From an optimization exercise on the open Yosys and OpenROAD flow, aimed at small area, a short achievable clock period and few clock cycles; shortcuts taken in it are not production practice. Where RTL was checked, it was by simulation tests only, not by an equivalence proof against the original.

==> flow/design.v (excerpt) <==
module crc_engine (
    input  wire        clk,
    input  wire        rst_n,
    input  wire        start,
    input  wire [6:0]  cfg_width,        
    input  wire [63:0] cfg_poly,         
    input  wire [63:0] cfg_init,
    input  wire [63:0] cfg_xorout,
    input  wire        cfg_refin,
    input  wire        cfg_refout,
    input  wire [3:0]  cfg_prefix_len,   
    input  wire [63:0] cfg_prefix,
    input  wire [3:0]  cfg_suffix_len,   
    input  wire [63:0] cfg_suffix,
    input  wire        in_valid,
    input  wire [7:0]  in_data,
    input  wire        in_last,
    output reg         in_ready,
    output reg         busy,
    output reg         done,
    output reg  [63:0] result
);
    localparam [2:0] S_IDLE = 3'd0,
                     S_AL1  = 3'd1,
                     S_AL2  = 3'd2,
                     S_RUN  = 3'd3,
                     S_OUT  = 3'd4;
    reg [2:0]  state;
    reg [3:0]  pre_left;     
  ...
For scale: roughly 420 I/O pins, ~33000 um2 of cells after synthesis.
Settings: LEC_CHECK=0, CAP_MARGIN=20, CORE_MARGIN=2, CORE_UTILIZATION=30, SETUP_SLACK_MARGIN=1.0, SLEW_MARGIN=20; clock period 25.0 ns.
standard.sh (not shown) runs the stock make flow with config.mk's settings and CLKGATE_MAP_FILE= SYNTH_SCRIPT=/design/flow/synth_recipe.tcl, a recipe that flattens the netlist after the stock synthesis.
==> flow/flow/run.sh <==
#!/bin/bash
# The standard layout, with two changes to how it is made:
#  - port buffers are sky130_fd_sc_hd__buf_1 instead of the default delay cell
#  - repair_timing aims for a large setup margin, so that the critical paths
#    are sized for a much shorter cycle than the 25 ns clock
# make's output goes to run_standard.log here; ORFS's own logs stay in orfs/logs.
set -euo pipefail
bash standard.sh \
  'BUFFER_PORTS_ARGS=-buffer_cell sky130_fd_sc_hd__buf_1' \
  SETUP_SLACK_MARGIN=18.3 \
  finish > run_standard.log 2>&1
The first run completed without violations.
Rerun with:
==> flow/run.sh (new file) <==
#!/bin/bash
# synth_recipe.tcl (not shown) runs the flow's synth.tcl, then flattens the netlist and writes it again
# the make line also repeats each setting of config.mk as NAME=value (left out here)
make -C /OpenROAD-flow-scripts/flow DESIGN_CONFIG=/design/flow/config.mk WORK_HOME=/design/flow/orfs CLKGATE_MAP_FILE= SYNTH_SCRIPT=/design/flow/synth_recipe.tcl finish
removed: flow/flow/run.sh
removed: flow/standard.sh
What happened:
- The new run completed with no timing, DRC or antenna violations
- flip-flop and latch count is unchanged
- core utilization rose by 1.9 points
- hold slack is about the same
- wire length rose by 2.5%
- synthesized area is unchanged
- die area stays the same
- register-to-register slack is worse by 1.3 ns
- worst setup slack is worse by 1.2 ns
Function was not checked in any run of this note: the RTL went through the layout flow alone.

The RTL this note starts from:
==> flow/design.v <==
module crc_engine (
    input  wire        clk,
    input  wire        rst_n,
    input  wire        start,
    input  wire [6:0]  cfg_width,        
    input  wire [63:0] cfg_poly,         
    input  wire [63:0] cfg_init,
    input  wire [63:0] cfg_xorout,
    input  wire        cfg_refin,
    input  wire        cfg_refout,
    input  wire [3:0]  cfg_prefix_len,   
    input  wire [63:0] cfg_prefix,
    input  wire [3:0]  cfg_suffix_len,   
    input  wire [63:0] cfg_suffix,
    input  wire        in_valid,
    input  wire [7:0]  in_data,
    input  wire        in_last,
    output reg         in_ready,
    output reg         busy,
    output reg         done,
    output reg  [63:0] result
);
    localparam [2:0] S_IDLE = 3'd0,
                     S_AL1  = 3'd1,
                     S_AL2  = 3'd2,
                     S_RUN  = 3'd3,
                     S_OUT  = 3'd4;
    reg [2:0]  state;
    reg        ld;           
    reg [3:0]  pre_left;     
    reg [3:0]  suf_left;     
    reg        got_last;     
    reg        data_done;    
    reg [7:0]  hb;           
    reg        hb_v;
    reg        hb_l;
    reg [7:0]  fr;           
    reg        use_hb;       
    reg [63:0] crc;          
    reg [63:0] poly;         
    reg [5:0]  rot;          
    reg        refin;
    reg        refout;
    reg [63:0] xorout;
    reg [63:0] prefix;
    reg [63:0] suffix;
    function [63:0] rev64(input [63:0] v);
        integer n;
        begin
            for (n = 0; n < 64; n = n + 1)
                rev64[n] = v[63 - n];
        end
    endfunction
    function [7:0] rev8(input [7:0] v);
        integer n;
        begin
            for (n = 0; n < 8; n = n + 1)
                rev8[n] = v[7 - n];
        end
    endfunction
    wire run     = (state == S_RUN);
    wire pre_ph  = (pre_left != 4'd0);
    wire suf_ph  = !pre_ph && data_done;
    wire step    = run && (!use_hb || hb_v);
    wire is_last = use_hb ? (hb_l && suf_left == 4'd0) : (suf_ph && suf_left == 4'd1);
    wire take    = in_valid && in_ready;
    reg  [63:0] rot_in;
    wire [5:0]  rot_amt = rot;
    always @* begin
        if (state == S_AL1)
            rot_in = poly;
        else if (state == S_AL2)
            rot_in = crc;
        else
            rot_in = rev64(crc);
    end
    reg  [63:0] rot_out;
    integer r;
    always @* begin
        rot_out = rot_in;
        for (r = 0; r < 6; r = r + 1)
            if (rot_amt[r])
                rot_out = (rot_out >> (1 << r)) | (rot_out << (64 - (1 << r)));
    end
    wire [7:0] feed = use_hb ? hb : fr;
    reg  [63:0] crc_next;
    reg         fb;
    integer i;
    always @* begin
        crc_next = crc;
        for (i = 7; i >= 0; i = i - 1) begin
            fb       = crc_next[63] ^ feed[i];
            crc_next = crc_next << 1;
            if (fb)
                crc_next = crc_next ^ poly;
        end
    end
    reg [2:0] state_n;
    reg [3:0] pre_n, suf_n;
    reg       hb_v_n, got_last_n, data_done_n;
    always @* begin
        state_n     = state;
        pre_n       = pre_left;
        suf_n       = suf_left;
        hb_v_n      = hb_v;
        got_last_n  = got_last;
        data_done_n = data_done;
        if (state == S_AL1)
            state_n = S_AL2;
        if (state == S_AL2)
            state_n = S_RUN;
        if (step) begin
            if (is_last)
                state_n = S_OUT;
            if (pre_ph)
                pre_n = pre_left - 4'd1;
            else if (use_hb) begin
                hb_v_n = 1'b0;
                if (hb_l)
                    data_done_n = 1'b1;
            end else
                suf_n = suf_left - 4'd1;
        end
        if (take) begin
            hb_v_n     = 1'b1;
            got_last_n = in_last;
        end
        if (ld) begin
            state_n     = start ? S_AL1 : S_IDLE;
            hb_v_n      = 1'b0;
            got_last_n  = 1'b0;
            data_done_n = 1'b0;
        end
        if (!rst_n)
            state_n = S_IDLE;
    end
    wire busy_n   = (state_n == S_AL1) || (state_n == S_AL2) || (state_n == S_RUN);
    wire [3:0] pre_nn = ld ? cfg_prefix_len : pre_n;
    wire pre_ph_n = (pre_nn != 4'd0);
    always @(posedge clk) begin
        result    <= (refout ? rev64(crc) : rev64(rot_out)) ^ xorout;
        done      <= rst_n && (state == S_OUT);
        state     <= state_n;
        busy      <= busy_n;
        ld        <= !busy_n;
        in_ready  <= busy_n && !got_last_n && !(hb_v_n && (pre_ph_n || state_n != S_RUN));
        pre_left  <= pre_nn;
        suf_left  <= ld ? cfg_suffix_len : suf_n;
        hb_v      <= hb_v_n;
        got_last  <= got_last_n;
        data_done <= data_done_n;
        use_hb    <= !pre_ph_n && !data_done_n;
        if (pre_n != 4'd0)
            fr <= refin ? rev8(prefix[(pre_n - 4'd1) * 8 +: 8]) : prefix[(pre_n - 4'd1) * 8 +: 8];
        else
            fr <= refin ? rev8(suffix[(suf_n - 4'd1) * 8 +: 8]) : suffix[(suf_n - 4'd1) * 8 +: 8];
        if (ld) begin
            rot    <= cfg_width[5:0];
            refin  <= cfg_refin;
            refout <= cfg_refout;
            poly   <= cfg_poly;
            crc    <= cfg_init;
            xorout <= cfg_xorout;
            prefix <= cfg_prefix;
            suffix <= cfg_suffix;
        end else begin
            if (state == S_AL1)
                poly <= rot_out;
            if (state == S_AL2)
                crc <= rot_out;
            if (step)
                crc <= crc_next;
            if (take) begin
                hb   <= refin ? rev8(in_data) : in_data;
                hb_l <= in_last;
            end
        end
    end
endmodule
==> flow/config.mk <==
export PLATFORM = sky130hd
export DESIGN_NAME = crc_engine
export DESIGN_NICKNAME = crc_engine
export VERILOG_FILES = /design/flow/design.v
export SDC_FILE = /design/flow/constraint.sdc
export NUM_CORES = 4
export LEC_CHECK = 0
export CAP_MARGIN = 20
export CORE_MARGIN = 2
export CORE_UTILIZATION = 65
export CTS_CLUSTER_DIAMETER = 150
export CTS_CLUSTER_SIZE = 24
export SETUP_SLACK_MARGIN = 1.0
export SLEW_MARGIN = 20
==> flow/constraint.sdc <==
create_clock -name core_clock -period 25.0 [get_ports {clk}]
set_input_delay 5.0000 -clock core_clock [delete_from_list [all_inputs] [get_ports {clk}]]
set_output_delay 5.0000 -clock core_clock [all_outputs]
set_load 0.01 [all_outputs]
==> flow/flow/run.sh <==
#!/bin/bash
# The standard layout, with two changes to how it is made:
#  - port buffers are sky130_fd_sc_hd__buf_1 instead of the default delay cell
#  - repair_timing aims for a large setup margin, so that the critical paths
#    are sized for a much shorter cycle than the 25 ns clock
# make's output goes to run_standard.log here; ORFS's own logs stay in orfs/logs.
set -euo pipefail
bash standard.sh \
  'BUFFER_PORTS_ARGS=-buffer_cell sky130_fd_sc_hd__buf_1' \
  SETUP_SLACK_MARGIN=18.8 \
  finish > run_standard.log 2>&1
Testbench counts at the start, summed over its fixed seeds: cycles 16,503.
Change:
--- a/flow/flow/run.sh
+++ b/flow/flow/run.sh
@@ -8,4 +8,4 @@
 bash standard.sh \
   'BUFFER_PORTS_ARGS=-buffer_cell sky130_fd_sc_hd__buf_1' \
-  SETUP_SLACK_MARGIN=18.8 \
+  SETUP_SLACK_MARGIN=19.0 \
   finish > run_standard.log 2>&1
CORE_UTILIZATION = 75   (was 65)
CTS_CLUSTER_DIAMETER = 100   (was 150)
CTS_CLUSTER_SIZE = 20   (was 24)
Outcome: Clock-buffer cell count rises by 7. Global-route usage came out higher by 12 points. Wire length rises by about a fifth. Utilization grows by 13 points. Cell count drops slightly. Worst setup slack gets better by 0.019 ns. Synthesized cell count stays the same.
Change:
CORE_UTILIZATION = 65   (was 75)
CTS_CLUSTER_DIAMETER = 150   (was 100)
CTS_CLUSTER_SIZE = 24   (was 20)
What happened: Final area shrinks by 0.50%; routed wire length shrinks by 17%.
Change:
CTS_CLUSTER_DIAMETER = 100   (was 150)
CTS_CLUSTER_SIZE = 20   (was 24)
Clock-buffer cell count is higher by 7.
Via count stays flat.
Setup slack loses 0.027 ns.
Non-clock buffer count does not change.
Design area is higher by 0.41%.
Global-route usage is higher by 0.14 points.
First-iteration DRC count is lower by 1.7%.
Core utilization is higher by 0.29 points.
Change:
--- a/flow/flow/run.sh
+++ b/flow/flow/run.sh
@@ -8,4 +8,4 @@
 bash standard.sh \
   'BUFFER_PORTS_ARGS=-buffer_cell sky130_fd_sc_hd__buf_1' \
-  SETUP_SLACK_MARGIN=19.0 \
+  SETUP_SLACK_MARGIN=19.3 \
   finish > run_standard.log 2>&1
CTS_CLUSTER_DIAMETER = 150   (was 100)
CTS_CLUSTER_SIZE = 24   (was 20)
After rerunning:
- worst hold slack is worse by 0.013 ns
- clock-buffer cell count is lower by 7
- worst setup slack is worse by 0.0033 ns
- sequential share of layout area is higher by 0.11 points
- wire length is lower by 1.2%
- register-to-register slack is better by 0.24 ns
- synthesized area does not change
- core utilization is lower by 0.25 points

Setup of lane 3:
Another version of the RTL of crc_engine (not shown whole).
For scale: roughly 3300 cells after synthesis, about 440 flip-flops, about 420 I/O pins.
==> flow/config.mk <==
export PLATFORM = sky130hd
export DESIGN_NAME = crc_engine
export DESIGN_NICKNAME = crc_engine
export VERILOG_FILES = /design/flow/design.v
export SDC_FILE = /design/flow/constraint.sdc
export NUM_CORES = 4
export LEC_CHECK = 0
export CAP_MARGIN = 20
export CORE_MARGIN = 2
export CORE_UTILIZATION = 30
export SETUP_SLACK_MARGIN = 1.0
export SLEW_MARGIN = 20
==> flow/constraint.sdc <==
create_clock -name core_clock -period 25.0 [get_ports {clk}]
set_input_delay 5.0000 -clock core_clock [delete_from_list [all_inputs] [get_ports {clk}]]
set_output_delay 5.0000 -clock core_clock [all_outputs]
set_load 0.01 [all_outputs]
==> flow/flow/run.sh <==
#!/bin/bash
# The standard layout, with two changes to how it is made:
#  - port buffers are sky130_fd_sc_hd__buf_1 instead of the default delay cell
#  - repair_timing aims for a large setup margin, so that the critical paths
#    are sized for a much shorter cycle than the 25 ns clock
# make's output goes to run_standard.log here; ORFS's own logs stay in orfs/logs.
set -euo pipefail
bash standard.sh \
  'BUFFER_PORTS_ARGS=-buffer_cell sky130_fd_sc_hd__buf_1' \
  SETUP_SLACK_MARGIN=18.6 \
  finish > run_standard.log 2>&1
Lane 3 finished all stages; the layout is clean.
Testbench counts of lane 3, summed over its fixed seeds: cycles 16,503.
diff inputs: lane 3 => lane 2
- setting CTS_CLUSTER_SIZE to 20 for the first time
- setting CTS_CLUSTER_DIAMETER to 100 for the first time
- changing CORE_UTILIZATION from 30 to 50
-- flow/flow/run.sh --
<<< lane 3, line 10
  SETUP_SLACK_MARGIN=18.6 \
>>> lane 2, line 10
  SETUP_SLACK_MARGIN=19.0 \
Lane 2 finished every step from synthesis to the final layout, and the layout passed the timing, DRC and antenna checks.
Global-route usage (higher): lane 2
Lane 3 has a higher number of antenna violations at the first check in global routing than lane 2.
In the reports for lane 2 and lane 3, the larger clock-buffer cell count belongs to lane 3.
Across both runs, minimum hold slack was lower for lane 2 than for lane 3.

job 101:
Starting RTL as in the previous note.
==> flow/config.mk <==
export PLATFORM = sky130hd
export DESIGN_NAME = crc_engine
export DESIGN_NICKNAME = crc_engine
export VERILOG_FILES = /design/flow/design.v
export SDC_FILE = /design/flow/constraint.sdc
export NUM_CORES = 4
export LEC_CHECK = 0
export CAP_MARGIN = 20
export CORE_MARGIN = 2
export CORE_UTILIZATION = 30
export CTS_CLUSTER_DIAMETER = 100
export CTS_CLUSTER_SIZE = 30
export SETUP_SLACK_MARGIN = 1.0
export SLEW_MARGIN = 20
==> flow/constraint.sdc <==
create_clock -name core_clock -period 25.0 [get_ports {clk}]
set_input_delay 5.0000 -clock core_clock [delete_from_list [all_inputs] [get_ports {clk}]]
set_output_delay 5.0000 -clock core_clock [all_outputs]
set_load 0.01 [all_outputs]
==> flow/flow/run.sh <==
#!/bin/bash
# The standard layout, with two changes to how it is made:
#  - port buffers are sky130_fd_sc_hd__buf_1 instead of the default delay cell
#  - repair_timing aims for a large setup margin, so that the critical paths
#    are sized for a much shorter cycle than the 25 ns clock
# make's output goes to run_standard.log here; ORFS's own logs stay in orfs/logs.
set -euo pipefail
bash standard.sh \
  'BUFFER_PORTS_ARGS=-buffer_cell sky130_fd_sc_hd__buf_1' \
  SETUP_SLACK_MARGIN=19.0 \
  finish > run_standard.log 2>&1
Job 101 completed; timing, DRC and antenna clean
Testbench counts of job 101, summed over its fixed seeds: cycles 16,503.
Inputs modified between job 101 and job 102:
--- a/flow/config.mk
+++ b/flow/config.mk
@@ -9,6 +9,4 @@
 export CORE_MARGIN = 2
 export CORE_UTILIZATION = 30
-export CTS_CLUSTER_DIAMETER = 100
-export CTS_CLUSTER_SIZE = 30
 export SETUP_SLACK_MARGIN = 1.0
 export SLEW_MARGIN = 20
### Flow results
What job 102 reported for number of buffers created by CTS has to be multiplied by 0.53 to get the figure for job 101.
Finished layout cell area (higher): job 102
The ratio of cells with drive above 1 in the final layout in job 102 sits 0.91 points above the value recorded for job 101.
For the least setup slack across all paths after layout, job 102 came in 0.017 ns higher than job 101 did.
Job 102 ended with more hold slack than job 101.

Another version of the RTL of crc_engine (not shown whole).
For scale: ~430 flip-flops, roughly 0.030 sq mm of cells after synthesis.
export LEC_CHECK = 0
export CAP_MARGIN = 20
export CORE_MARGIN = 2
export CORE_UTILIZATION = 50
export CTS_CLUSTER_DIAMETER = 100
export CTS_CLUSTER_SIZE = 20
export SETUP_SLACK_MARGIN = 1.0
export SLEW_MARGIN = 20
create_clock -name core_clock -period 25.0 [get_ports {clk}]
Scripts as last shown in full above: flow/flow/run.sh
The first run passed the timing, DRC and antenna checks.
Testbench counts at the start, summed over its fixed seeds: cycles 16,503.
Next try:
CORE_UTILIZATION = 30   (was 50)
CTS_CLUSTER_DIAMETER = default   (was 100)
CTS_CLUSTER_SIZE = default   (was 20)
Result: The new run produced a clean layout. Via count climbs by about 0.8%. Synthesized cell count does not change. Global-route usage drops by 10 points. Design area climbs by 4.7%. Wire length climbs by 11%. Die area climbs by 65%. Non-clock buffer count climbs by 7. Setup slack is better by 18 ps. First-iteration DRC count drops by 11%.

-- afterwards: timing with drivers on the ports --
No port has a modelled driver above. Below, the same layouts with a new extraction and two added sets of constraints. Step 1 (the two cells are an assumption about what drives the block):
set clk [get_ports {clk}]
set_driving_cell -lib_cell sky130_fd_sc_hd__clkbuf_16 $clk
set_driving_cell -lib_cell sky130_fd_sc_hd__buf_2 [delete_from_list [all_inputs] $clk]
Step 2 also shifts input and output timing later by t, the mid clock arrival at the registers, as if the neighbouring blocks saw the same clock. Three values: no drivers, after step 1, after step 2; two values: the first two.
run | t (ns) | setup WS [ns] | hold slack, ns | worst register clock-pin slew, ns | pins driven straight from the clock port
the first run of note 1 | 0.728 | 18.407 / 18.365 / 17.698 | 0.440 / 0.440 / 0.440 | 0.07 / 0.07 | 1
the second run of note 1 | 0.708 | 17.227 / 17.227 / 16.759 | 0.441 / 0.441 / 0.441 | 0.07 / 0.07 | 1
the first run of note 2 | 0.631 | 18.898 / 18.836 / 18.742 | 0.434 / 0.434 / 0.434 | 0.11 / 0.11 | 1
the second run of note 2 | 0.662 | 18.917 / 18.857 / 18.712 | 0.422 / 0.422 / 0.422 | 0.11 / 0.11 | 1
the third run of note 2 | 0.633 | 18.962 / 18.899 / 18.740 | 0.429 / 0.429 / 0.429 | 0.11 / 0.11 | 1
the fourth run of note 2 | 0.645 | 18.935 / 18.873 / 18.720 | 0.431 / 0.431 / 0.431 | 0.09 / 0.09 | 1
the fifth run of note 2 | 0.641 | 18.931 / 18.868 / 18.894 | 0.419 / 0.419 / 0.419 | 0.11 / 0.11 | 1
lane 3 | 0.722 | 18.739 / 18.677 / 18.684 | 0.440 / 0.440 / 0.440 | 0.07 / 0.07 | 1
lane 2 | 0.701 | 18.884 / 18.814 / 18.585 | 0.419 / 0.419 / 0.419 | 0.09 / 0.09 | 1
job 101 | 0.716 | 18.861 / 18.800 / 18.678 | 0.416 / 0.416 / 0.416 | 0.12 / 0.12 | 1
job 102 | 0.721 | 18.878 / 18.816 / 18.660 | 0.439 / 0.439 / 0.439 | 0.07 / 0.07 | 1
the first run of note 5 | 0.682 | 18.911 / 18.846 / 18.812 | 0.432 / 0.432 / 0.432 | 0.09 / 0.09 | 1
the second run of note 5 | 0.686 | 18.929 / 18.858 / 18.698 | 0.431 / 0.431 / 0.431 | 0.08 / 0.08 | 1
After both steps every run listed still meets setup and hold. For the first run of note 1, which loses most, drivers alone change the setup slack by -0.042 ns; drivers and shift together by -0.709 ns.
